Background: an optimization exercise with open tools, aiming at small area, a short achievable clock period and few clock cycles per item. Do not read the settings as production practice. At most, simulation tests tie the RTL to the original design; equivalence was not proved.

==> inputs of 10-25 <==
## sgl_flit_rx
module sgl_flit_rx (
  input  wire        clk,
  input  wire        rst,            
  input  wire        in_valid,
  input  wire [63:0] in_data,        
  output wire        in_ready,
  output wire        out_valid,
  output wire [63:0] out_data,       
  output wire        out_last,       
  output wire        out_pass,       
  output wire        out_fec_ok,     
  output wire [2:0]  out_corr,       
  output wire [23:0] out_corr_pos    
);
==> flow/config.mk <==
export PLATFORM = sky130hd
export DESIGN_NAME = sgl_flit_rx
export DESIGN_NICKNAME = sgl_flit_rx
export VERILOG_FILES = /design/flow/design.v
export SDC_FILE = /design/flow/constraint.sdc
export NUM_CORES = 4
export LEC_CHECK = 0
export CAP_MARGIN = 20
export CORE_MARGIN = 2
export CORE_UTILIZATION = 40
export SLEW_MARGIN = 20
==> flow/constraint.sdc <==
create_clock -name core_clock -period 14.0 [get_ports {clk}]
set_input_delay 2.8000 -clock core_clock [delete_from_list [all_inputs] [get_ports {clk}]]
set_output_delay 2.8000 -clock core_clock [all_outputs]
set_load 0.01 [all_outputs]
standard.sh (not shown) runs the stock make flow with config.mk's settings and CLKGATE_MAP_FILE= SYNTH_SCRIPT=/design/flow/synth_recipe.tcl, a recipe that flattens the netlist after the stock synthesis.
==> flow/flow/run.sh <==
#!/bin/bash
# The standard ORFS layout (standard.sh), with three changes to how the
# layout is made (the SDC, clock period and all constraints are unchanged):
#  - ports are buffered with buf_4 instead of the buffer ORFS picks,
#  - CTS inserts no dummy loads,
#  - repair_timing works towards a setup slack margin of 9.5 ns.
# The full make output goes to standard.log; ORFS's per-step logs are under
# orfs/logs.
set -euo pipefail
export BUFFER_PORTS_ARGS="-buffer_cell sky130_fd_sc_hd__buf_4"
export CTS_ARGS="-sink_clustering_enable -repair_clock_nets -dont_use_dummy_load"
export SETUP_SLACK_MARGIN=9.6
bash standard.sh > standard.log 2>&1
==> 02-10: changes against 10-25 <==
--- a/flow/design.v
+++ b/flow/design.v
@@ -134,45 +134,49 @@
   reg  [7:0] sr [0:2];
   reg        fnd [0:2];
   reg  [7:0] fps [0:2];
   wire [4:0] s = phi;
   reg  [63:0] mask;
   reg  [2:0]  hit;
   reg  [7:0]  hpos [0:2];
   reg  [7:0]  se_w [0:2];
-  reg  [7:0]  sr_w [0:2];
+  reg  [7:0]  sr_n [0:2];
   always @* begin : search
-    integer g, i, cnt, b;
+    integer g, i, cnt, b, n1;
     reg m;
+    reg [7:0] cv;
     mask = 64'd0;
     for (g = 0; g < 3; g = g + 1) begin
       cnt = (g == 2) ? 2 : 3;
+      n1  = (g == 0) ? 85 : 84;           
       se_w[g] = ph0_q ? a0[(g + 2) % 3] : se[g];
-      sr_w[g] = ph0_q ? gf_mul(a1[(g + 2) % 3], alpha_m((g == 0) ? 85 : 84)) : sr[g];
+      sr_n[g] = ph0_q ? gf_mul(a1[(g + 2) % 3], alpha_m(n1 - cnt))
+                      : gf_mulp(sr[g], cnt);
       hit[g]  = 1'b0;
       hpos[g] = {s, 3'd0};
       for (i = 0; i < 3; i = i + 1) if (g + 3*i < 8) begin
         b  = g + 3*i;
-        m  = (se_w[g] != 8'd0) && (gf_mulp(sr_w[g], i) == se_w[g]);
+        cv = ph0_q ? gf_mul(a1[(g + 2) % 3], alpha_m(n1 - i)) : gf_mulp(sr[g], i);
+        m  = (se_w[g] != 8'd0) && (cv == se_w[g]);
         if (m) begin
           mask[63 - 8*b -: 8] = se_w[g];
           hit[g]  = 1'b1;
           hpos[g] = {s, b[2:0]};
         end
       end
     end
   end
   always @(posedge clk) begin : srch
     integer g, m, cnt;
     for (g = 0; g < 3; g = g + 1) begin
       m   = (g + 1) % 3;
       cnt = (g == 2) ? 2 : 3;
       se[m]  <= se_w[g];
-      sr[m]  <= gf_mulp(sr_w[g], cnt);
+      sr[m]  <= sr_n[g];
       fnd[m] <= (ph0_q ? 1'b0 : fnd[g]) | hit[g];
       fps[m] <= hit[g] ? hpos[g] : fps[g];
     end
   end
   reg  [63:0] out_data_q;
   reg         out_valid_q, out_last_q, out_pass_q, out_fec_q;
   reg  [2:0]  out_corr_q;
   reg  [63:0] crc;
==> flow/run.sh (new file) <==
#!/bin/bash
# synth_recipe.tcl (not shown) runs the flow's synth.tcl, then flattens the netlist and writes it again
# the make line also repeats each setting of config.mk as NAME=value (left out here)
make -C /OpenROAD-flow-scripts/flow DESIGN_CONFIG=/design/flow/config.mk WORK_HOME=/design/flow/orfs CLKGATE_MAP_FILE= SYNTH_SCRIPT=/design/flow/synth_recipe.tcl finish
removed: flow/flow/run.sh
removed: flow/standard.sh
==> 08-14: changes against 10-25 <==
--- a/flow/design.v
+++ b/flow/design.v
@@ -42,36 +42,39 @@
     endcase
   endfunction
   reg  [4:0] phi;         
   reg  [4:0] wcnt;        
   reg        in_rdy_q;
   reg        tx_act;      
   reg        ph0_q;       
   reg        ph31_q;      
+  reg        ph1_q;       
   reg        ph_le29_q;   
   wire accept  = in_valid && in_rdy_q;
   wire load    = accept && (wcnt == 5'd31);    
   wire [4:0] phi_n    = (accept && wcnt == 5'd0) ? 5'd1 : phi + 5'd1;
   wire [4:0] wcnt_n   = accept ? wcnt + 5'd1 : wcnt;
   wire       tx_act_n = (phi == 5'd31) ? load : tx_act;
   wire       rdy_n    = (phi_n == wcnt_n) || (wcnt_n == 5'd0 && !tx_act_n);
   always @(posedge clk) begin
     if (rst) begin
       phi      <= 5'd0;
       ph0_q    <= 1'b1;
       ph31_q   <= 1'b0;
+      ph1_q    <= 1'b0;
       ph_le29_q <= 1'b1;
       wcnt     <= 5'd0;
       in_rdy_q <= 1'b1;
       tx_act   <= 1'b0;
     end else begin
       phi      <= phi_n;
       ph0_q    <= (phi_n == 5'd0);
       ph31_q   <= (phi_n == 5'd31);
+      ph1_q    <= (phi_n == 5'd1);
       ph_le29_q <= (phi_n <= 5'd29);
       wcnt     <= wcnt_n;
       in_rdy_q <= rdy_n;
       tx_act   <= tx_act_n;
     end
   end
   reg [2047:0] ring;
   always @(posedge clk) begin
@@ -113,28 +116,16 @@
     if (accept) begin
       for (k = 0; k < 3; k = k + 1) begin
         a0[k] <= ns0[k];
         a1[k] <= ns1[k];
         a2[k] <= ns2[k];
       end
     end
   end
-  reg [2:0] zc_q;
-  reg [2:0] cons_q;
-  always @(posedge clk) begin : chk
-    integer c, m;
-    if (ph0_q) begin
-      for (c = 0; c < 3; c = c + 1) begin
-        m = (c + 2) % 3;
-        zc_q[c]   <= (a0[m] == 8'd0) && (a1[m] == 8'd0) && ((c == 1) || (a2[m] == 8'd0));
-        cons_q[c] <= (c == 1) || (gf_mul(a0[m], a2[m]) == gf_mul(a1[m], a1[m]));
-      end
-    end
-  end
   reg  [7:0] se [0:2];
   reg  [7:0] sr [0:2];
   reg        fnd [0:2];
   reg  [7:0] fps [0:2];
   wire [4:0] s = phi;
   reg  [63:0] mask;
   reg  [2:0]  hit;
   reg  [7:0]  hpos [0:2];
@@ -167,16 +158,37 @@
       m   = (g + 1) % 3;
       cnt = (g == 2) ? 2 : 3;
       se[m]  <= se_w[g];
       sr[m]  <= gf_mulp(sr_w[g], cnt);
       fnd[m] <= (ph0_q ? 1'b0 : fnd[g]) | hit[g];
       fps[m] <= hit[g] ? hpos[g] : fps[g];
     end
   end
+  reg [2:0] zc_q;
+  reg [2:0] cons_q;
+  reg [7:0] s2c;
+  wire [7:0] cx = ph0_q ? a0[2] : se[0];
+  wire [7:0] cy = ph0_q ? a2[2] : s2c;
+  wire [7:0] cz = ph0_q ? a1[2] : sr[0];
+  wire       ceq = (gf_mul(cx, cy) == gf_mul(cz, cz));
+  always @(posedge clk) begin : chk
+    integer c, m;
+    if (ph0_q) begin
+      for (c = 0; c < 3; c = c + 1) begin
+        m = (c + 2) % 3;
+        zc_q[c]   <= (a0[m] == 8'd0) && (a1[m] == 8'd0) && ((c == 1) || (a2[m] == 8'd0));
+      end
+      cons_q[0] <= ceq;
+      cons_q[1] <= 1'b1;
+      s2c       <= gf_mul(a2[1], 8'hA3);    
+    end
+    if (ph1_q)
+      cons_q[2] <= ceq;
+  end
   reg  [63:0] out_data_q;
   reg         out_valid_q, out_last_q, out_pass_q, out_fec_q;
   reg  [2:0]  out_corr_q;
   reg  [63:0] crc;
   reg  [63:0] crc_d_q;                          
   wire [63:0] word_c   = rd_w ^ mask;           
   wire [63:0] crc_next;
   sgl_crc64_upd u_crc (.crc(crc), .d(crc_d_q), .q(crc_next));
==> flow/flow/run.sh (replaced) <==
#!/bin/bash
# The standard ORFS layout (standard.sh), with three changes to how the
# layout is made (the SDC, clock period and all constraints are unchanged):
#  - ports are buffered with buf_4 instead of the buffer ORFS picks,
#  - CTS inserts no dummy loads,
#  - repair_timing works towards a setup slack margin of 9.5 ns.
# The full make output goes to standard.log; ORFS's per-step logs are under
# orfs/logs.
set -euo pipefail
export BUFFER_PORTS_ARGS="-buffer_cell sky130_fd_sc_hd__buf_2"
export CTS_ARGS="-sink_clustering_enable -repair_clock_nets -dont_use_dummy_load -sink_clustering_size 30 -sink_clustering_max_diameter 60"
export SETUP_SLACK_MARGIN=9.8
bash standard.sh > standard.log 2>&1
CORE_UTILIZATION = 65   (was 40)
==> run summary <==
outcome timing/DRC/antenna clean; Setup crit end in_ready; initial antenna violation count 31; ant diodes 8; number of setup buffers added after CTS 0
(the above is from 02-10)
==> run summary <==
outcome timing/DRC/antenna clean; number of setup buffers added after CTS 6; initial antenna violation count 17; ant diodes 6
(the above is from 10-25)
==> run summary <==
ant diodes 6; number of setup buffers added after CTS 5; outcome timing/DRC/antenna clean; Setup crit end out_data[56]
(the above is from 08-14)
Testbench counts of 02-10, summed over its fixed seeds: cycles 16,648, flits 512.
Testbench counts of 08-14, summed over its fixed seeds: cycles 16,648, flits 512.
Only the layout flow was run in 10-25; the RTL was not checked for function there.

==> re-timing with driven ports <==
No port has a modelled driver above. Below, the same layouts with a new extraction and two added sets of constraints.
Step 1 assumes that a clkbuf_16 drives the clock port and a buf_2 every other input.
Step 2 times the ports against the registers' clock, not the clock port: input delays grow and output delays shrink by t, the midpoint of the rising clock arrivals with the driver on.
a / b / c = ideal / step 1 / step 2; a / b = the first two.
run	shift t [ns]	setup slack, ns	worst register clock-pin slew, ns	worst data-port slew with drivers (ns)
10-25	0.879	9.544 / 9.464 / 9.239	0.06 / 0.06	0.13
02-10	0.921	8.931 / 8.856 / 8.884	0.08 / 0.08	0.17
08-14	0.774	9.792 / 9.714 / 9.201	0.12 / 0.12	0.18
After both steps setup and hold are still met in every run listed. For 08-14, which loses most, drivers alone change the setup slack by -0.078 ns; drivers and shift together by -0.591 ns.
